From an optimization exercise on the open Yosys and OpenROAD flow, aimed at small area, a short achievable clock period and few clock cycles; shortcuts taken in it are not production practice.
Function was not checked in any run shown here: the RTL went through the layout flow alone.
Power figures rest on the tool's default switching activity, not on a simulated workload.

File: flow/run.sh
#!/bin/bash
# Standard layout, with plain buffers (buf_1) on the ports instead of the
# delay-cell buffers buffer_ports picks by default.
set -euo pipefail
export BUFFER_PORTS_ARGS="-buffer_cell sky130_fd_sc_hd__buf_1"
bash standard.sh finish > flow.log 2>&1
File: standard.sh
#!/bin/bash
# synth_recipe.tcl (not shown) runs the flow's synth.tcl, then flattens the netlist and writes it again
# the make line also repeats each setting of config.mk as NAME=value (left out here)
make -C /OpenROAD-flow-scripts/flow DESIGN_CONFIG=/design/flow/config.mk WORK_HOME=/design/flow/orfs CLKGATE_MAP_FILE= SYNTH_SCRIPT=/design/flow/synth_recipe.tcl "${@:-finish}"
File: config.mk
export PLATFORM = sky130hd
export DESIGN_NAME = corr_channel
export DESIGN_NICKNAME = corr_channel
export VERILOG_FILES = /design/flow/design.v
export SDC_FILE = /design/flow/constraint.sdc
export NUM_CORES = 4
export LEC_CHECK = 0
export CAP_MARGIN = 20
export CORE_MARGIN = 2
export CORE_UTILIZATION = 40
export PLACE_DENSITY = 0.6
export SLEW_MARGIN = 20
File: constraint.sdc
create_clock -name core_clock -period 13.0 [get_ports {clk}]
set_input_delay 2.6000 -clock core_clock [delete_from_list [all_inputs] [get_ports {clk}]]
set_output_delay 2.6000 -clock core_clock [all_outputs]
set_load 0.01 [all_outputs]
File: design.v
module corr_cos_sin (
    input  wire [3:0] m,
    output wire [5:0] wc,
    output wire [5:0] ws
);
  assign wc =
      (m == 4'd0) ? 6'd63 :
      (m == 4'd1) ? 6'd63 :
      (m == 4'd2) ? 6'd62 :
      (m == 4'd3) ? 6'd60 :
      (m == 4'd4) ? 6'd58 :
      (m == 4'd5) ? 6'd56 :
      (m == 4'd6) ? 6'd52 :
      (m == 4'd7) ? 6'd49 :
      (m == 4'd8) ? 6'd45 :
      (m == 4'd9) ? 6'd40 :
      (m == 4'd10) ? 6'd35 :
      (m == 4'd11) ? 6'd30 :
      (m == 4'd12) ? 6'd24 :
      (m == 4'd13) ? 6'd18 :
      (m == 4'd14) ? 6'd12 :
      6'd6;
  assign ws =
      (m == 4'd0) ? 6'd0 :
      (m == 4'd1) ? 6'd6 :
      (m == 4'd2) ? 6'd12 :
      (m == 4'd3) ? 6'd18 :
      (m == 4'd4) ? 6'd24 :
      (m == 4'd5) ? 6'd30 :
      (m == 4'd6) ? 6'd35 :
      (m == 4'd7) ? 6'd40 :
      (m == 4'd8) ? 6'd45 :
      (m == 4'd9) ? 6'd49 :
      (m == 4'd10) ? 6'd52 :
      (m == 4'd11) ? 6'd56 :
      (m == 4'd12) ? 6'd58 :
      (m == 4'd13) ? 6'd60 :
      (m == 4'd14) ? 6'd62 :
      6'd63;
endmodule
module corr_acc (
    input  wire        clk,
    input  wire        clear,
    input  wire        neg,
    input  wire [11:0] term,     
    output wire [31:0] acc,
    output wire        sat
);
  reg [10:0] lo;
  reg [20:0] hi;
  reg        pu, pd;             
  wire [12:0] tx   = {term[11], term} ^ {13{neg}};
  wire [12:0] ls   = {2'b00, lo} + tx + {12'd0, neg};
  wire        c_up = !ls[12] & ls[11];
  wire        c_dn = ls[12];
  wire        lzero = (ls == 13'd0);
  wire [21:0] t;
  assign t[0] = pu | pd;
  genvar i;
  generate
    for (i = 0; i < 21; i = i + 1) begin : g_hi
      assign t[i+1] = t[i] & (hi[i] ^ pd);
    end
  endgenerate
  wire h_top  = (hi[20:1] == 20'h7FFFF);
  wire h_bot  = (hi[20:1] == 20'h80000);
  wire eq_max = h_top & (hi[0] ? (!pu & !pd) : pu);
  wire eq_min = h_bot & (hi[0] ? pd : (!pu & !pd));
  wire ovp = eq_max & c_up;
  wire ovn = eq_min & (c_dn | lzero);
  assign sat = ovp | ovn;
  always @(posedge clk) begin
    if (clear) begin
      lo <= 11'd0;
      hi <= 21'd0;
      pu <= 1'b0;
      pd <= 1'b0;
    end else begin
      lo <= ovp ? 11'h7FF : ovn ? 11'h001 : ls[10:0];
      pu <= c_up & !eq_max;
      pd <= c_dn & !eq_min;
      hi <= hi ^ t[20:0];
    end
  end
  assign acc = {hi, lo};
endmodule
module corr_channel (
    input  wire        clk,
    input  wire        rst,
    input  wire        cfg_valid,
    output wire        cfg_ready,
    input  wire [35:0] cfg_fcw,
    input  wire [35:0] cfg_phi,
    input  wire [35:0] cfg_cfw,
    input  wire [35:0] cfg_frac,
    input  wire [3:0]  cfg_de,
    input  wire [3:0]  cfg_dv,
    input  wire [23:0] cfg_nsamp,
    input  wire        s_valid,
    output wire        s_ready,
    input  wire        s_x,
    input  wire [3:0]  s_i,
    input  wire [3:0]  s_q,
    input  wire        chip,
    output wire        chip_take,
    output wire        res_valid,
    output wire [31:0] res_ve_i,
    output wire [31:0] res_ve_q,
    output wire [31:0] res_e_i,
    output wire [31:0] res_e_q,
    output wire [31:0] res_p_i,
    output wire [31:0] res_p_q,
    output wire [31:0] res_l_i,
    output wire [31:0] res_l_q,
    output wire [31:0] res_vl_i,
    output wire [31:0] res_vl_q,
    output wire [23:0] res_used,
    output wire        res_range
);
  reg        rdy;         
  reg        wact;        
  reg        s_rdy;
  reg        si_v;        
  reg        si_x;
  reg  [3:0] si_i, si_q;
  reg [35:0] fcw, cfw, phase, frac;
  reg  [3:0] de, dv;
  reg [23:0] rem;         
  reg        rem1;        
  reg        fresh;       
  reg  [6:0] q;
  reg  [2:0] occ;
  reg        take;
  reg        pend;        
  reg        cfg_ready_q, s_ready_q, take_q;    
  wire s_fire = s_valid & s_rdy;
  wire win_ok = (occ >= (pend ? 3'd4 : 3'd3));
  wire nv     = si_v & wact & !fresh & win_ok;    
  wire lastn  = nv & rem1;
  wire [35:0] frac_sum, phase_sum;
  wire        carry, unused_co;
  add_bk #(36) u_frac  (.a(frac),  .b(cfw), .ci(1'b0), .s(frac_sum),  .co(carry));
  add_bk #(36) u_phase (.a(phase), .b(fcw), .ci(1'b0), .s(phase_sum), .co(unused_co));
  wire [6:0] q_p   = pend ? {1'b0, q[6:1]} : q;
  wire [6:0] q_sh  = lastn ? {3'b000, q_p[6:3]} : q_p;
  wire [2:0] occ_p = occ - {2'b00, pend} - (lastn ? 3'd3 : 3'd0);
  wire [2:0] occ_n = occ_p + {2'b00, take};
  reg  [6:0] q_n;
  integer j;
  always @(*) begin
    q_n = q_sh;
    for (j = 0; j < 7; j = j + 1)
      if (take && occ_p == j) q_n[j] = chip;
  end
  wire       wact_n = rdy ? cfg_valid : (wact & !lastn);
  wire       si_v_n = s_fire | (si_v & !nv);
  wire       rem2   = (rem == 24'd2);
  wire [24:0] rt;
  assign rt[0] = 1'b1;
  genvar gi;
  generate
    for (gi = 0; gi < 24; gi = gi + 1) begin : g_rem
      assign rt[gi+1] = rt[gi] & !rem[gi];
    end
  endgenerate
  wire       fresh_n = rdy & cfg_valid;
  wire       free_n  = !si_v_n | (wact_n & !fresh_n & (occ_n >= 3'd4));
  always @(posedge clk) begin
    if (rst) begin
      rdy   <= 1'b1;
      wact  <= 1'b0;
      s_rdy <= 1'b0;
      si_v  <= 1'b0;
      occ   <= 3'd0;
      take  <= 1'b0;
      pend  <= 1'b0;
      fresh <= 1'b0;
      cfg_ready_q <= 1'b1;
      s_ready_q   <= 1'b0;
      take_q      <= 1'b0;
    end else begin
      rdy   <= rdy ? !cfg_valid : lastn;
      wact  <= wact_n;
      fresh <= fresh_n;
      s_rdy <= free_n;
      pend  <= nv & !rem1 & carry;
      si_v  <= si_v_n;
      occ   <= occ_n;
      take  <= (occ_n != 3'd7);
      cfg_ready_q <= rdy ? !cfg_valid : lastn;
      s_ready_q   <= free_n;
      take_q      <= (occ_n != 3'd7);
    end
  end
  always @(posedge clk) begin
    q <= q_n;
    if (s_rdy) begin
      si_x <= s_x;
      si_i <= s_i;
      si_q <= s_q;
    end
    if (rdy) begin
      fcw   <= cfg_fcw;
      cfw   <= cfg_cfw;
      de    <= cfg_de;
      dv    <= cfg_dv;
      phase <= cfg_phi;
      frac  <= cfg_frac;
      rem   <= cfg_nsamp;
      rem1  <= (cfg_nsamp == 24'd1);
    end else if (nv) begin
      phase <= phase_sum;
      frac  <= frac_sum;
      rem   <= rem ^ rt[23:0];
      rem1  <= rem2;
    end
  end
  wire [3:0] fh = frac[35:32];
  wire c_m = pend ? q[1] : q[0];
  wire c_0 = pend ? q[2] : q[1];
  wire c_p = pend ? q[3] : q[2];
  wire [4:0] fh_de = {1'b0, fh} + {1'b0, de};
  wire [4:0] fh_dv = {1'b0, fh} + {1'b0, dv};
  wire [4:0] r_n;
  assign r_n[0] = (fh < dv) ? c_m : c_0;      
  assign r_n[1] = (fh < de) ? c_m : c_0;      
  assign r_n[2] = c_0;                        
  assign r_n[3] = fh_de[4] ? c_p : c_0;       
  assign r_n[4] = fh_dv[4] ? c_p : c_0;       
  wire [1:0] quad = phase[35:34];
  reg  [3:0] ci_n, cq_n;
  always @(*) begin
    case (quad)
      2'd0: begin ci_n = si_i;  cq_n = si_q;  end
      2'd1: begin ci_n = si_q;  cq_n = ~si_i; end
      2'd2: begin ci_n = ~si_i; cq_n = ~si_q; end
      default: begin ci_n = ~si_q; cq_n = si_i; end
    endcase
  end
  wire [5:0] wc_n, ws_n;
  corr_cos_sin u_lut (.m(phase[33:30]), .wc(wc_n), .ws(ws_n));
  wire signed [4:0]  vi_n = {ci_n, 1'b1};
  wire signed [4:0]  vq_n = {cq_n, 1'b1};
  wire signed [6:0]  wc_s = {1'b0, wc_n};
  wire signed [6:0]  ws_s = {1'b0, ws_n};
  wire signed [10:0] p_ic = vi_n * wc_s;
  wire signed [10:0] p_qs = vq_n * ws_s;
  wire signed [10:0] p_qc = vq_n * wc_s;
  wire signed [10:0] p_is = vi_n * ws_s;
  reg         m_v, m_x, m_last;
  reg   [4:0] m_r;
  reg  [10:0] m_ic, m_qs, m_qc, m_is;
  always @(posedge clk) begin
    if (rst) m_v <= 1'b0;
    else     m_v <= nv;
    m_x    <= si_x;
    m_last <= rem1;
    m_r    <= r_n;
    m_ic   <= p_ic;
    m_qs   <= p_qs;
    m_qc   <= p_qc;
    m_is   <= p_is;
  end
  wire [11:0] re = {m_ic[10], m_ic} + {m_qs[10], m_qs};
  wire [11:0] im = {m_qc[10], m_qc} - {m_is[10], m_is};
  wire        m_en = m_v & !m_x;
  reg        a_v, a_en, a_last;
  reg  [4:0] a_r;
  reg [11:0] a_re, a_im;
  always @(posedge clk) begin
    if (rst) begin
      a_v     <= 1'b0;
      a_en    <= 1'b0;
      a_last  <= 1'b0;
    end else begin
      a_v     <= m_v;
      a_en    <= m_en;
      a_last  <= m_v & m_last;
    end
    a_r  <= m_r;
    a_re <= m_en ? re : 12'd0;
    a_im <= m_en ? im : 12'd0;
  end
  wire [9:0] sat;
  corr_acc u_ve_i (.clk(clk), .clear(clr), .neg(a_r[0]), .term(a_re), .acc(res_ve_i), .sat(sat[0]));
  corr_acc u_ve_q (.clk(clk), .clear(clr), .neg(a_r[0]), .term(a_im), .acc(res_ve_q), .sat(sat[1]));
  corr_acc u_e_i  (.clk(clk), .clear(clr), .neg(a_r[1]), .term(a_re), .acc(res_e_i),  .sat(sat[2]));
  corr_acc u_e_q  (.clk(clk), .clear(clr), .neg(a_r[1]), .term(a_im), .acc(res_e_q),  .sat(sat[3]));
  corr_acc u_p_i  (.clk(clk), .clear(clr), .neg(a_r[2]), .term(a_re), .acc(res_p_i),  .sat(sat[4]));
  corr_acc u_p_q  (.clk(clk), .clear(clr), .neg(a_r[2]), .term(a_im), .acc(res_p_q),  .sat(sat[5]));
  corr_acc u_l_i  (.clk(clk), .clear(clr), .neg(a_r[3]), .term(a_re), .acc(res_l_i),  .sat(sat[6]));
  corr_acc u_l_q  (.clk(clk), .clear(clr), .neg(a_r[3]), .term(a_im), .acc(res_l_q),  .sat(sat[7]));
  corr_acc u_vl_i (.clk(clk), .clear(clr), .neg(a_r[4]), .term(a_re), .acc(res_vl_i), .sat(sat[8]));
  corr_acc u_vl_q (.clk(clk), .clear(clr), .neg(a_r[4]), .term(a_im), .acc(res_vl_q), .sat(sat[9]));
  reg [23:0] used;
  reg        range, sat_q;
  reg        done1, done2, clr;
  wire [24:0] ut;
  assign ut[0] = a_en;
  generate
    for (gi = 0; gi < 24; gi = gi + 1) begin : g_used
      assign ut[gi+1] = ut[gi] & used[gi];
    end
  endgenerate
  always @(posedge clk) begin
    sat_q <= |sat;
    if (clr) begin
      used  <= 24'd0;
      range <= 1'b0;
    end else begin
      used  <= used ^ ut[23:0];
      range <= range | sat_q;
    end
    if (rst) begin
      done1 <= 1'b0;
      done2 <= 1'b0;
      clr   <= 1'b1;
    end else begin
      done1 <= a_v & a_last;      
      done2 <= done1;             
      clr   <= done1;
    end
  end
  assign cfg_ready = cfg_ready_q;
  assign s_ready   = s_ready_q;
  assign chip_take = take_q;
  assign res_valid = done2;
  assign res_used  = used;
  assign res_range = range;
endmodule
module add_bk #(parameter N = 36) (
    input  wire [N-1:0] a,
    input  wire [N-1:0] b,
    input  wire         ci,
    output wire [N-1:0] s,
    output wire         co
);
  localparam TOP = (N > 32) ? 64 : (N > 16) ? 32 : (N > 8) ? 16 : (N > 4) ? 8 : 4;
  wire [N-1:0] p0 = a ^ b;
  wire [N-1:0] g0 = a & b;
  reg  [N-1:0] g, p;
  integer l, i;
  always @(*) begin
    g = g0;
    p = p0;
    g[0] = g0[0] | (p0[0] & ci);
    for (l = 1; l < TOP; l = l * 2)
      for (i = 2 * l - 1; i < N; i = i + 2 * l) begin
        g[i] = g[i] | (p[i] & g[i-l]);
        p[i] = p[i] & p[i-l];
      end
    for (l = TOP / 2; l >= 1; l = l / 2)
      for (i = 3 * l - 1; i < N; i = i + 2 * l) begin
        g[i] = g[i] | (p[i] & g[i-l]);
        p[i] = p[i] & p[i-l];
      end
  end
  assign s  = p0 ^ {g[N-2:0], ci};
  assign co = g[N-1];
endmodule
==> notes.md, run 1 <==
row cnt 117; Int Pwr between 6 and 7 mW; period utilisation layout 40.54%; Root Driver clkbuf_16; pin count of the biggest net entering global routing 199; CP required about 14 ns; Total Wirelength roughly 110,000 µm; Post-CTS Setup Bufs 0; Slew @ Worst Pin ~1.2 ns; CP Data Arrival Time 5.79 ns; H-tree levels 3; die area ~100,000 µm²; hold_ws around 0.33 ns; DRC viols 0; outcome finished clean; Final Slew Violations 0; RSZ-0062 raised after global routing no; Net Sw Power 4.738 mW; syn_area_per_cell approximately 9.2 µm²; worst r2r src phase[34]; Reg2Reg Depth 15; drt initial violations between 2,000 and 2,500; final instance area approximately 47,000 µm²; sequential-to-total area share from yosys stat between 30% and 40%; Mapped Nets between 5,000 and 6,000; grt ovf 0; most frequent cells in the layout buf_1, dfxtp_1, nor2_1; initial antenna violation count 15; Rel. slew slack a little under a fifth; Critical path origin phase[34]; worst vdd ir about 0.18 mV; Final Setup Violations 0; ys flop type dfxtp_1; Tot GR Track Use 20.43%; Logic pwr share 54.1%; share of layout cells above drive strength 1 under 10%; Synth Instances between 4,000 and 5,000; Area growth, synth to finish 14.42%; reg2reg setup slack just under 8 ns; r2r endpoint m_qs[10]; pwr/cell area between 200 and 250 nW/µm²; number of flops mapped to enable cells by yosys 189; vias in the first global route just over 30,000; vias ~33,000; Sink Count between 600 and 700; commonest non-fill, non-tap cell in the layout buf_1; CTS Hold Bufs 0; Worst Setup EP m_qs[10]; Die Span Y 323.2 µm; MaxCap Viol Count 0; switching share of power between 40% and 50%; Synth warnings 3; wire per inst 17.24 µm; Hold/Removal Path Class reg -> reg; # resized after CTS 0; Clock Latency Late Sink approximately 0.66 ns; Pwr Total 11.36 mW; startpoint types flip-flop; skew final about 0.030 ns; Leak Pwr about 20 nW; Hold Vio Cnt, Final 0; mapped cell area 40,760 µm²; Clock Path Buffers 3; IO Count ~540; Yosys cell types 86; Vias/cell approximately 5.1; core area between 100,000 and 150,000 µm²; port bufs about 540; Post-synth ARST share 0%; Clock Power Share around a fifth; Sequential Power Share 26.2%; min cycle time layout ~5.3 ns; chip width around 320 µm; Worst-path clk slew 0.06 ns; # fillers about 10,000; first-pass GRT wire length between 150,000 and 200,000 µm; critical path class reg -> reg; Seq cells post-synth about 650; NumNets Final approximately 5,500; Max Clk Rate about 190 MHz; drt pass-1 iters 5; crit path max fanout 10; CTS tree built; estimated wirelength of the detail-placed design just over 80,000 µm; Setup TNS 0 ns; ANT nets after route 0; CTS buffer count a little under 80; placer congestion estimate roughly 0.90; Area after DPL around 44,000 µm²; Initial Utilization 40.18%; Setup crit end kind flip-flop
## how the worst min path moves through the flow
stage               startpoint      to  depth (start not counted)
CTS                     m_r[4]  a_r[4]                          0
floorplan               m_r[0]  a_r[0]                          0
global route            m_r[2]  a_r[2]                          0
detailed placement      m_r[4]  a_r[4]                          0
finish                  m_r[4]  a_r[4]                          0
global placement        m_r[4]  a_r[4]                          0
## power by group through the flow
stage / clock, mW / combinational [mW] / sequential, mW
after floorplan: 0 / 4.79 / 2.96
after global placement: 0 / 6.06 / 3.01
after detailed placement: 0 / 6.12 / 3.02
after CTS: 2.31 / 6.19 / 2.98
after global routing: 2.39 / 7.10 / 3.04
final: 2.24 / 6.14 / 2.98
## synthesized netlist by cell type (21+ instances only)
library cell	instances	share of area, %
dfxtp_1	464	23
nor2b_1	67	1.0
nand3_1	85	1.0
nor4_1	55	0.84
o21ai_0	227	2.8
edfxtp_1	189	14
o21a_1	27	0.50
ha_1	342	10
clkbuf_1	121	1.1
xnor2_1	241	5.2
or2_2	21	0.32
mux2_2	53	1.5
nand2b_1	57	0.87
and3_1	35	0.54
nor2_1	455	4.2
o21bai_1	25	0.46
inv_1	229	2.1
nand2_1	368	3.4
or3_1	71	1.1
xor2_1	276	5.9
and2_1	23	0.35
fa_1	102	5.0
a31oi_1	30	0.46
a21o_1	89	1.6
nand4_1	57	0.87
buf_1	47	0.43
nor3_1	100	1.2
mux2i_1	31	0.76
a21oi_1	284	3.5
## registers in the layout, indices dropped and copies added (netlist names), 12 cells and up
signal and cells:
rem 24, used 24, u_p_q.hi 21, u_ve_i.hi 21, u_ve_q.hi 21, u_p_i.hi 21, phase 36, a_re 12
u_e_i.hi 21, u_vl_i.hi 21, fcw 36, cfw 36, u_vl_q.hi 21, frac 36, u_l_i.hi 21, u_e_q.hi 21
u_l_q.hi 21
## worst max-delay path, cell delays in order (launching register included)
cell and delay, ns:
edfxtp_1 0.65, mux2i_1 0.16, xnor2_1 0.71, clkinv_1 0.60, fa_1 0.61, fa_1 0.50, fa_1 0.53, inv_1 0.05
ha_1 0.26, a21o_1 0.17, a21oi_1 0.22, o21bai_1 0.09, a21oi_1 0.23, o21bai_1 0.09, a21oi_1 0.17, xnor2_1 0.09
## metal layers
layer | routed length [µm] | track usage [%] | part of all wire [%]
met1 | 47610 | 26.00 | 43
met5 | 41 | 0 | 0.037
met4 | 3360 | 7.142 | 3.1
met2 | 50720 | 33.66 | 46
met3 | 7728 | 4.996 | 7.1
## metrics by stage
| stage | utilization (%) | setup WS, ns | cells |
|---|---|---|---|
| detailed placement | 43.35 | 7.758 | 6197 |
| global route | 45.97 | 7.392 | 6349 |
| CTS | 45.95 | 7.747 | 6339 |
| global placement | 43.35 | 7.926 | 6197 |
| finish | 45.98 | 7.730 | 6350 |
| floorplan | - | 7.347 | 4448 |
## layout make-up
class	count	area, µm²	area share (%)
well taps	1368	1712	3.670
flip-flops and latches	653	14970	32.11
diodes	11	27.53	0.05902
clock buffers	111	2256	4.837
inverters	234	878.3	1.883
multi-input cells	3386	24240	51.97
clock inverters	31	374.1	0.8021
repair buffers	556	2180	4.673
## cell families (layout without fill, tap and decap cells)
| logic type | after synthesis | after routing | share of synthesized area (%) |
|---|---|---|---|
| buf+inv | 409 | 932 | 3.840 |
| fa+ha+maj | 444 | 444 | 15.51 |
| simple gates | 1488 | 1488 | 17.66 |
| other cells | 0 | 11 | 0 |
| compound gates | 851 | 851 | 12.87 |
| xor+xnor | 517 | 517 | 11.11 |
| flops | 653 | 653 | 36.71 |
| mux | 86 | 86 | 2.299 |
==> run 2, diff against run 1 <==
==> run.sh (new file) <==
#!/bin/bash
# synth_recipe.tcl (not shown) runs the flow's synth.tcl, then flattens the netlist and writes it again
# the make line also repeats each setting of config.mk as NAME=value (left out here)
make -C /OpenROAD-flow-scripts/flow DESIGN_CONFIG=/design/flow/config.mk WORK_HOME=/design/flow/orfs CLKGATE_MAP_FILE= SYNTH_SCRIPT=/design/flow/synth_recipe.tcl finish
removed: flow/run.sh
removed: standard.sh
==> notes.md, run 2 <==
outcome finished clean; CTS Hold Bufs 0 (unchanged); vias in the first global route 31,380 (+2.0%); Setup crit end kind flip-flop; critical path class reg -> reg; leading post-synthesis cells by cell area dfxtp_1, edfxtp_1, ha_1, xor2_1, xnor2_1; Area growth, synth to finish 22.72%; initial antenna violation count 10 (-5); ANT nets after route 0 (unchanged); Sink Count 653 (unchanged); Final Setup Violations 0 (unchanged); drt pass-1 iters 8 (+3); Rel. slew slack 34.20% (+16 points); commonest non-fill, non-tap cell in the layout clkdlybuf4s50_1; cell with the most instances after synthesis dfxtp_1; wire per inst 17.55 µm (+1.8%); Pwr Total 11.67 mW (+2.7%); MaxCap Viol Count 0 (unchanged); hold_ws 0.3132 ns (-0.01317 ns); mapped cell area 40,760 µm² (unchanged); grt ovf 0 (unchanged); final instance area 50,020 µm² (+7.3%); Synth Instances 4,448 (unchanged); area leader, netlist dfxtp_1; # resized after CTS 0 (unchanged); H-tree levels 3 (unchanged); CP required 13.53 ns (about the same); Seq cells post-synth 653 (unchanged); Leak Pwr 20.91 nW (+7.0%); most frequent cells in the layout clkdlybuf4s50_1, dfxtp_1, nor2_1; Reg2Reg Depth 15 (unchanged); estimated wirelength of the detail-placed design 84,910 µm (+3.4%); Post-synth ARST share 0% (unchanged); RSZ-0062 raised after global routing no; Post-CTS Setup Bufs 0 (unchanged); Total Wirelength 111,500 µm (+1.9%); share of layout cells above drive strength 1 5.000% (+0.13 points); first-pass GRT wire length 173,500 µm (+2.3%); ys flop type dfxtp_1; top post-synthesis cells by count dfxtp_1, nor2_1, nand2_1; min cycle time layout 5.313 ns (+0.04254 ns); Register Area 14,970 µm² (about the same); final core occ 49.31% (+3.3 points); Yosys cell types 86 (unchanged); pin count of the biggest net entering global routing 88 (-56%); multi-input combinational cell area 24,240 µm² (unchanged); hold-critical path depth 0 (unchanged); Clock Latency Late Sink 0.66 ns (about the same); vias 32,800 (+0.31%); Max Clk Rate 188.2 MHz (-0.80%); DRC viols 0 (unchanged); Slew @ Worst Pin 0.9856 ns (-0.2437 ns); # fillers 9,628 (-2.2%); Root Driver clkbuf_16; worst vdd ir 0.1929 mV (+8.3%); core area 101,400 µm² (unchanged); sequential-to-total area share from yosys stat 36.71% (unchanged); syn_area_per_cell 9.164 µm² (unchanged); Initial Utilization 40.18% (unchanged); Hold Vio Cnt, Final 0 (unchanged); IO Count 539 (unchanged); Mapped Nets 5,082 (unchanged); CTS buffer count 79 (+1.3%); Synth warnings 3 (unchanged); Die Span Y 323.2 µm (unchanged); Clock Path Buffers 3 (unchanged); Tot GR Track Use 20.93% (+0.50 points); drt initial violations 1,815 (-16%); pwr/cell area 233.3 nW/µm² (-4.2%); Yosys top cell area share 22.79% (unchanged); CP Data Arrival Time 5.84 ns (+0.05 ns); Hold/Removal Path Class reg -> reg; port bufs 538 (unchanged); die area 104,500 µm² (unchanged); Setup TNS 0 ns (unchanged); NumNets Final 5,549 (+0.11%); Worst-path clk slew 0.06 ns (about the same); skew final 0.02395 ns (-0.005699 ns); period utilisation layout 40.87% (+0.33 points); CTS tree built; Final Slew Violations 0 (unchanged); number of flops mapped to enable cells by yosys 189 (unchanged); startpoint types flip-flop; crit path max fanout 10 (unchanged); Area after DPL 47,350 µm² (+7.7%); row cnt 117 (unchanged); placer congestion estimate 0.8987 (+0.31%); Vias/cell 5.161 (+0.25%); chip width 323.2 µm (unchanged)
## run 2: final cells by class
class                           count  share of cell area [%]
Timing Repair Buffer              561                   11.11
Clock inverter                     33                  0.6853
Inverter                          234                   1.756
Antenna cell                        6                 0.03001
Multi-Input combinational cell   3386                   48.46
Tap cell                         1368                   3.422
Sequential cell                   653                   29.93
Clock buffer                      113                   4.612
## run 2: critical path, stage by stage (launching register included)
cell      delay, ns
edfxtp_1       0.63
mux2i_1        0.16
xnor2_1        0.71
clkinv_1       0.60
fa_1           0.64
fa_1           0.51
fa_1           0.53
inv_1          0.06
ha_1           0.27
a21o_1         0.17
a21oi_1        0.22
o21bai_1       0.09
a21oi_1        0.23
o21bai_1       0.09
a21oi_1        0.18
xnor2_1        0.09
## run 2: path summary, 6_finish.rpt
path	start	end	slack (ns)
worst max-delay path	phase[34]	m_qc[10]	7.69
worst min-delay path	m_r[3]	a_r[3]	0.31
worst max register to register	phase[34]	m_qc[10]	7.69
worst min register to register	m_r[3]	a_r[3]	0.31
## run 2: stage by stage
stage | cells | setup slack [ns]
after CTS | 6347 | 7.751
after global placement | 6201 | 7.902
after floorplan | 4448 | 7.347
after global routing | 6353 | 7.394
final | 6354 | 7.687
after detailed placement | 6201 | 7.760
## run 2: cell families (layout without fill, tap and decap cells)
group / Yosys count / in the layout / synth area share, %
multiplexers: 86 / 86 / 2.299
flip-flops: 653 / 653 / 36.71
AO/OA/AOI/OAI: 851 / 851 / 12.87
other: 0 / 6 / 0
buffers and inverters: 409 / 941 / 3.840
XOR/XNOR: 517 / 517 / 11.11
adder cells (fa/ha/maj): 444 / 444 / 15.51
AND/OR/NAND/NOR: 1488 / 1488 / 17.66
## run 2: routing by layer
layer	GRT usage [%]	vias up	wire length (µm)
li1	-	16490	-
met1	26.33	15350	48680
met2	34.78	766	52000
met3	5.447	183	7358
met4	6.966	8	3404
met5	0	-	62
## run 2: power breakdown
part           internal (mW)  switching [mW]
clock                   1.34           0.916
combinational           3.00            3.43
sequential              2.59           0.395
total                   6.93            4.74

## static timing again, ports no longer ideal
Ports are ideal in the flow. The routed layouts listed here were re-timed in OpenROAD. Step 1, drivers: a clkbuf_16 drives clk and a buf_2 each remaining input, both assumed. Step 2 adds t to the input delays and takes it off the output delays; t is the mean of the earliest and latest rising clock arrival at the registers after step 1. Input paths then give back, and output paths get back, about the clock's delay inside the block. a / b / c = no drivers / after step 1 / after step 2; a / b = the first two.
run | t, ns | slack for setup (ns) | cell pins on the clock port's net
run 1 | 0.712 | 7.730 / 7.730 / 7.730 | 1
run 2 | 0.719 | 7.687 / 7.687 / 7.687 | 1
After both steps setup and hold are still met in every run listed.
